What follows belongs to an exercise in optimizing a design on an open flow for small area, a short achievable clock period and few clock cycles per item; a production flow would make more cautious choices. The RTL was checked by simulation tests, not by an equivalence proof against the original design.

--- flow/run.sh ---
#!/bin/bash
# synth_recipe.tcl (not shown) runs the flow's synth.tcl, then flattens the netlist and writes it again
# the make line also repeats each setting of config.mk as NAME=value (left out here)
make -C /OpenROAD-flow-scripts/flow DESIGN_CONFIG=/design/flow/config.mk WORK_HOME=/design/flow/orfs CLKGATE_MAP_FILE= SYNTH_SCRIPT=/design/flow/synth_recipe.tcl finish
--- flow/config.mk ---
export PLATFORM = sky130hd
export DESIGN_NAME = pixcorr
export DESIGN_NICKNAME = pixcorr
export VERILOG_FILES = /design/flow/design.v
export SDC_FILE = /design/flow/constraint.sdc
export NUM_CORES = 4
export LEC_CHECK = 0
export CAP_MARGIN = 20
export CORE_MARGIN = 2
export CORE_UTILIZATION = 40
export SLEW_MARGIN = 20
--- flow/constraint.sdc ---
create_clock -name core_clock -period 34.0 [get_ports {clk}]
set_input_delay 6.8000 -clock core_clock [delete_from_list [all_inputs] [get_ports {clk}]]
set_output_delay 6.8000 -clock core_clock [all_outputs]
set_load 0.01 [all_outputs]
--- flow/design.v ---
module pixcorr (
    input  wire        clk,
    input  wire        rst,
    input  wire        in_valid,
    input  wire        in_last,
    input  wire [15:0] in_data,
    input  wire        in_sat,
    input  wire        in_defpix,
    input  wire        in_uncorr,
    input  wire [15:0] dark_a,
    input  wire [15:0] gain_a,
    input  wire [15:0] dark_b,
    input  wire [15:0] gain_b,
    input  wire [7:0]  weight,
    output reg         out_valid,
    output reg         out_last,
    output reg  [15:0] out_data,
    output reg         out_sat,
    output reg         out_defpix,
    output reg         out_interp
);
    reg        r0_valid, r0_last, r0_sat, r0_fault;
    reg [15:0] r0_x, r0_da, r0_ga, r0_db, r0_gb;
    reg [7:0]  r0_f;
    always @(posedge clk) begin
        if (rst) r0_valid <= 1'b0;
        else     r0_valid <= in_valid;
        r0_last  <= in_last;
        r0_sat   <= in_sat;
        r0_fault <= in_defpix | in_uncorr;
        r0_x     <= in_data;
        r0_da    <= dark_a;
        r0_ga    <= gain_a;
        r0_db    <= dark_b;
        r0_gb    <= gain_b;
        r0_f     <= weight;
    end
    wire signed [16:0] d_diff = $signed({r0_db[15], r0_db}) - $signed({r0_da[15], r0_da});
    wire signed [16:0] g_diff = $signed({1'b0, r0_gb}) - $signed({1'b0, r0_ga});
    wire signed [8:0]  f_s    = $signed({1'b0, r0_f});
    wire signed [26:0] y_sum = $signed({3'b000, r0_x, 8'h00})
                             - $signed({{3{r0_da[15]}}, r0_da, 8'h00})
                             - d_diff * f_s + 27'sd127;
    wire signed [25:0] g_sum = $signed({2'b00, r0_ga, 8'h00}) + g_diff * f_s + 26'sd128;
    wire        y_pos  = !y_sum[26] && (y_sum[25:8] != 18'd0);
    wire        gain0  = (r0_ga == 16'd0) || (r0_gb == 16'd0);
    reg        r1_valid, r1_last, r1_good, r1_fault, r1_fsat, r1_fzero;
    reg [16:0] r1_y;
    reg [15:0] r1_g;
    always @(posedge clk) begin
        if (rst) r1_valid <= 1'b0;
        else     r1_valid <= r0_valid;
        r1_last  <= r0_last;
        r1_good  <= !r0_fault && !gain0;
        r1_fault <= r0_fault;
        r1_fsat  <= r0_sat;
        r1_fzero <= !y_pos;
        r1_y     <= y_sum[24:8];
        r1_g     <= g_sum[23:8];
    end
    wire [32:0] prod = r1_y * r1_g + 33'd8192;
    wire        ovf  = |prod[32:30];
    reg [15:0] c_val;
    reg        c_sat;
    always @* begin
        if (r1_fsat || (ovf && !r1_fzero)) begin
            c_val = 16'hFFFF;
            c_sat = 1'b1;
        end else if (r1_fzero) begin
            c_val = 16'h0000;
            c_sat = 1'b0;
        end else begin
            c_val = prod[29:14];
            c_sat = 1'b0;
        end
    end
    reg        a_valid, a_last, a_good, a_fault, a_sat;
    reg [15:0] a_val;
    reg        b_valid, b_last, b_good, b_fault, b_sat;
    reg [15:0] b_val;
    reg        p_valid, p_last, p_good, p_fault;
    reg        m_sat;
    reg [15:0] m_val;
    reg        l1, l2;       
    always @(posedge clk) begin
        if (rst) begin
            a_valid <= 1'b0;
            b_valid <= 1'b0;
            p_valid <= 1'b0;
        end else begin
            a_valid <= r1_valid;
            b_valid <= a_valid;
            p_valid <= b_valid;
        end
        a_last  <= r1_last;
        a_good  <= r1_good;
        a_fault <= r1_fault;
        a_sat   <= c_sat;
        a_val   <= c_val;
        b_last  <= a_last;
        b_good  <= a_good;
        b_fault <= a_fault;
        b_sat   <= a_sat;
        b_val   <= a_val;
        p_last  <= b_last;
        p_good  <= b_good;
        p_fault <= b_fault;
        if (b_good) begin
            m_val <= b_val;
            m_sat <= b_sat;
        end
        l1 <= p_valid && p_good && !p_last;
        l2 <= p_valid && l1 && !p_last;
    end
    wire        r1n = b_valid && b_good && !p_last;
    wire        r2n = a_valid && a_good && !p_last && !b_last;
    wire        have_l = l1 || l2;
    wire        have_r = r1n || r2n;
    wire [15:0] r_val  = r1n ? b_val : a_val;
    wire        r_sat  = r1n ? b_sat : a_sat;
    wire        uneq   = l1 != r1n;
    wire [15:0] near   = l1 ? m_val : r_val;
    wire [15:0] far    = l1 ? r_val : m_val;
    wire [17:0] num    = (uneq ? {1'b0, near, 1'b0} : {2'b00, near}) + {2'b00, far} + 18'd1;
    function [1:0] add3(input [1:0] p, input [1:0] q);
        reg [2:0] s;
        begin
            s = p + q;
            add3 = (s >= 3) ? s - 3 : s[1:0];
        end
    endfunction
    reg [1:0]  sc [0:18];    
    reg [1:0]  tmp [0:18];
    reg [15:0] quo3;
    reg [1:0]  rem;
    integer    i, k;
    always @* begin
        for (i = 0; i < 18; i = i + 1)
            sc[i] = num[i] ? ((i % 2 == 0) ? 2'd1 : 2'd2) : 2'd0;
        sc[18] = 2'd0;
        for (k = 1; k < 18; k = k * 2) begin
            for (i = 0; i < 19; i = i + 1)
                tmp[i] = sc[i];
            for (i = 0; i + k < 19; i = i + 1)
                sc[i] = add3(tmp[i], tmp[i + k]);
        end
        for (i = 0; i < 16; i = i + 1) begin
            rem = (i % 2 == 1) ? sc[i + 1] : (sc[i + 1] == 2'd0 ? 2'd0 : 2'd3 - sc[i + 1]);
            quo3[i] = (rem == 2'd2) || (rem == 2'd1 && num[i]);
        end
    end
    wire [15:0] mean = uneq ? quo3 : num[16:1];
    reg [15:0] rep_val;
    reg        rep_sat, rep_def, rep_int;
    always @* begin
        rep_def = 1'b0;
        rep_int = 1'b0;
        if (p_good) begin
            rep_val = m_val;
            rep_sat = m_sat;
        end else begin
            if (have_l && have_r) begin
                rep_val = mean;
                rep_sat = m_sat | r_sat;
            end else if (have_l) begin
                rep_val = m_val;
                rep_sat = m_sat;
            end else if (have_r) begin
                rep_val = r_val;
                rep_sat = r_sat;
            end else begin
                rep_val = 16'h0000;
                rep_sat = 1'b0;
                rep_def = 1'b1;
            end
            rep_int = !rep_def && p_fault;
        end
    end
    always @(posedge clk) begin
        if (rst) out_valid <= 1'b0;
        else     out_valid <= p_valid;
        out_last   <= p_last;
        out_data   <= rep_val;
        out_sat    <= rep_sat;
        out_defpix <= rep_def;
        out_interp <= rep_int;
    end
endmodule
==> summary.txt <==
==> per-layer routing <==
layer	up-vias	wire length [um]
met1	10800	31600
met5	-	0
li1	10500	-
met4	0	1500
met2	379	34200
met3	98	2350
==> cells by family after synthesis <==
logic type / after synthesis / synth area share
AND/OR/NAND/NOR: 964 / 0.157
adder cells (fa/ha/maj): 856 / 0.476
buffers and inverters: 713 / 0.0875
AO/OA/AOI/OAI: 385 / 0.0833
flip-flops: 217 / 0.148
XOR/XNOR: 103 / 0.0295
multiplexers: 36 / 0.0184
==> worst reg2reg max path: cells and delay by family, from the launching register on <==
family                   cells  cell delay [ns]
flip-flops                   1             0.82
AND/OR/NAND/NOR             10             1.91
buffers and inverters        2             0.19
adder cells (fa/ha/maj)     12             3.90
XOR/XNOR                     1             0.41
AO/OA/AOI/OAI               15             3.04
==> cell type report <==
class | count | area, um2
Clock buffer | 32 | 713
Clock inverter | 16 | 131
Fill cell | 7410 | 42200
Inverter | 618 | 2320
Multi-Input combinational cell | 2344 | 23400
Sequential cell | 217 | 4520
Tap cell | 978 | 1220
Timing Repair Buffer | 142 | 1350
==> cell usage after synthesis, types with 6 or more instances <==
cell type and instances:
or3_1 14, inv_1 618, nor2b_1 47, and2_1 241
o31ai_1 12, a21boi_0 6, or2_2 8, nor3b_1 10
o21ai_0 77, and3b_1 6, a21oi_1 110, a211oi_1 11
a22o_1 8, nor4_1 14, a21o_1 36, edfxtp_1 17
fa_1 515, ha_1 341, nand3b_1 25, clkbuf_1 91
o21a_1 15, xor2_1 35, dfxtp_1 200, mux2i_1 19
nor2_1 113, nand2b_1 11, xnor2_1 68, nand4_1 13
nor3_1 40, a31oi_1 15, a31o_2 6, o211ai_1 24
nand3_1 35, and3_1 10, nand2_1 367, mux4_2 16
o21bai_1 10
==> metrics by stage <==
| stage | std cells | util | setup slack [ns] |
|---|---|---|---|
| 2_1_floorplan | 3274 | - | 24.17 |
| 3_3_place_gp | 4299 | 0.433 | 23.78 |
| 3_5_place_dp | 4299 | 0.433 | 23.62 |
| 4_1_cts | 4347 | 0.444 | 23.59 |
| 5_1_grt | 4347 | 0.444 | 22.71 |
| 6_report | 4347 | 0.444 | 23.61 |
==> path summary, 6_finish.rpt <==
path,to,slack (ns),depth (start not counted)
setup / recovery,out_data[0]$_DFF_P_,23.61,40
hold / removal,a_fault$_DFF_P_,0.32,0
setup reg to reg,out_data[0]$_DFF_P_,23.61,40
hold reg to reg,a_fault$_DFF_P_,0.32,0
==> summary.txt <==
Status -> timing/DRC/antenna clean
Rows -> 101
Most frequent cell on the critical path -> ha_1
Clock slew at reported path FFs -> 0.06 ns
PostCTS Resize Cnt -> 0
Post-CTS Setup Inserts -> 0
First-pass GRT wire length -> 118 mm
TritonCTS clock tree -> built
Slew Viols, Final -> 0
Critical Path Max Stage Delay -> 0.82 ns
Fraction of layout cells with a size suffix above 1 -> 0.0344
GRT met1 Usage -> 0.242
Final hold vios -> 0
Syn Nets -> 4225
HP Class -> reg -> reg
Synth top area share -> 0.337
Clock Tree Root -> clkbuf_16
Most frequent cells in the layout -> inv_1 (618), fa_1 (515), nand2_1 (367)
Largest Register -> r1_y
Post-DP HPWL -> 57.4 mm
Clock Latency Late Sink -> 0.56 ns
Post-synth cell types -> 70
Post-synth EDFFs -> 17
Final GP Congestion -> 0.870
Synthesized area -> 0.0306 mm2
Crit path arrival time -> 10.84 ns
Vias -> 21800
Met2 Track Usage GR -> 0.328
1st-iter DRT viols -> 965
H-tree lvl count -> 1
Register area share after synthesis -> 0.148
Drt wl/cell -> 16.0 um
Largest fanout on the critical path -> 19
Crit path from -> b_good$_DFF_P_
Initial antenna violation count -> 0
Critical Path Sink Type -> flip-flop
Most common cell after layout, fill and taps aside -> inv_1
Fin area -> 0.0337 mm2
Slew HR -> 0.351
Core area -> 0.0758 mm2
Die Wd -> 281 um
RR Startpoint -> b_good$_DFF_P_
Die Height -> 281 um
Hold_buf cts -> 0
Net count, final -> 4300
DRT Wirelength -> 69.7 mm
Register bit total from synthesis -> 217
Antenna Cells -> 0
RSZ-0062 raised after global routing -> false
Critical path required time -> 34.46 ns
GRT Total Usage -> 0.184
Clk buf depth -> 3
Max-Cap Viols -> 0
Setup violators final -> 0
Hold slack -> 0.324 ns
Total negative slack -> 0 ns
CP bufs+invs -> 2
TritonCTS Buffers -> 26
GR met3 Demand/Resource -> 0.0169
Routed Antenna Nets -> 0
HP Start -> r1_fault$_DFF_P_
Startpoint Class -> flip-flop
DR pass1 iterations -> 5
Tmin final -> 10.39 ns
Sink Count -> 217
Initial core utilization -> 0.404
Ys Warns -> 3
Cell taking the most area after synthesis -> fa_1
GR peak layer -> met2
IO Port Bufs -> 115
Syn avg cell area -> 9.35 um2
Io pins -> 116
Area added between synthesis and finish -> 10.0%
Worst clock skew -> 0.0172 ns
Vias in the first global route -> 23100
Slowest-stage cell, CP -> dfxtp_1
Synth Instances -> 3274
Ys flop type -> dfxtp_1
Worst slew pin tran -> 0.961 ns
Area after DPL -> 0.0328 mm2
Pin count of the biggest net entering global routing -> 49
Max reg flops -> 17
DR DRC count -> 0
Max Fclk -> 0.0963 GHz
Async S/R FF share, synth -> 0
Number of vias per cell -> 5.01
Remaining Overflow, GRT -> 0
Area contributors post-synth -> fa_1 (34%), ha_1 (14%), dfxtp_1 (13%)
Crit share post-route -> 0.305
DIE AREA -> 0.0787 mm2
Kind of critical path -> reg -> reg
CP top delay family -> adder cells
Testbench counts, summed over its fixed seeds: cycles 105,949, pixels 105,901.

-- separate check: timing with driven ports --
No port has a modelled driver above. Below, the same layout with a new extraction and two added sets of constraints.
Step 1 (the two cells are an assumption about what drives the block):
set clk [get_ports {clk}]
set_driving_cell -lib_cell sky130_fd_sc_hd__clkbuf_16 $clk
set_driving_cell -lib_cell sky130_fd_sc_hd__buf_2 [delete_from_list [all_inputs] $clk]
Step 2 adds t to the input delays and takes it off the output delays; t is the mean of the earliest and latest rising clock arrival at the registers after step 1. Input paths then give back, and output paths get back, about the clock's delay inside the block.
Slacks: ideal ports / drivers / drivers and shift; pairs: ideal ports / drivers.
shift t [ns]: 0.620
slack for setup (ns): 23.613 / 23.613 / 23.613
worst setup path after step 2: register to register
clock arrival spread, ns: 0.019 / 0.018
worst register clock-pin slew, ns: 0.07 / 0.07
After both steps this run still meets setup and hold. The setup slack of this run moves by 0.000 ns with the drivers and by 0.000 ns with both steps.
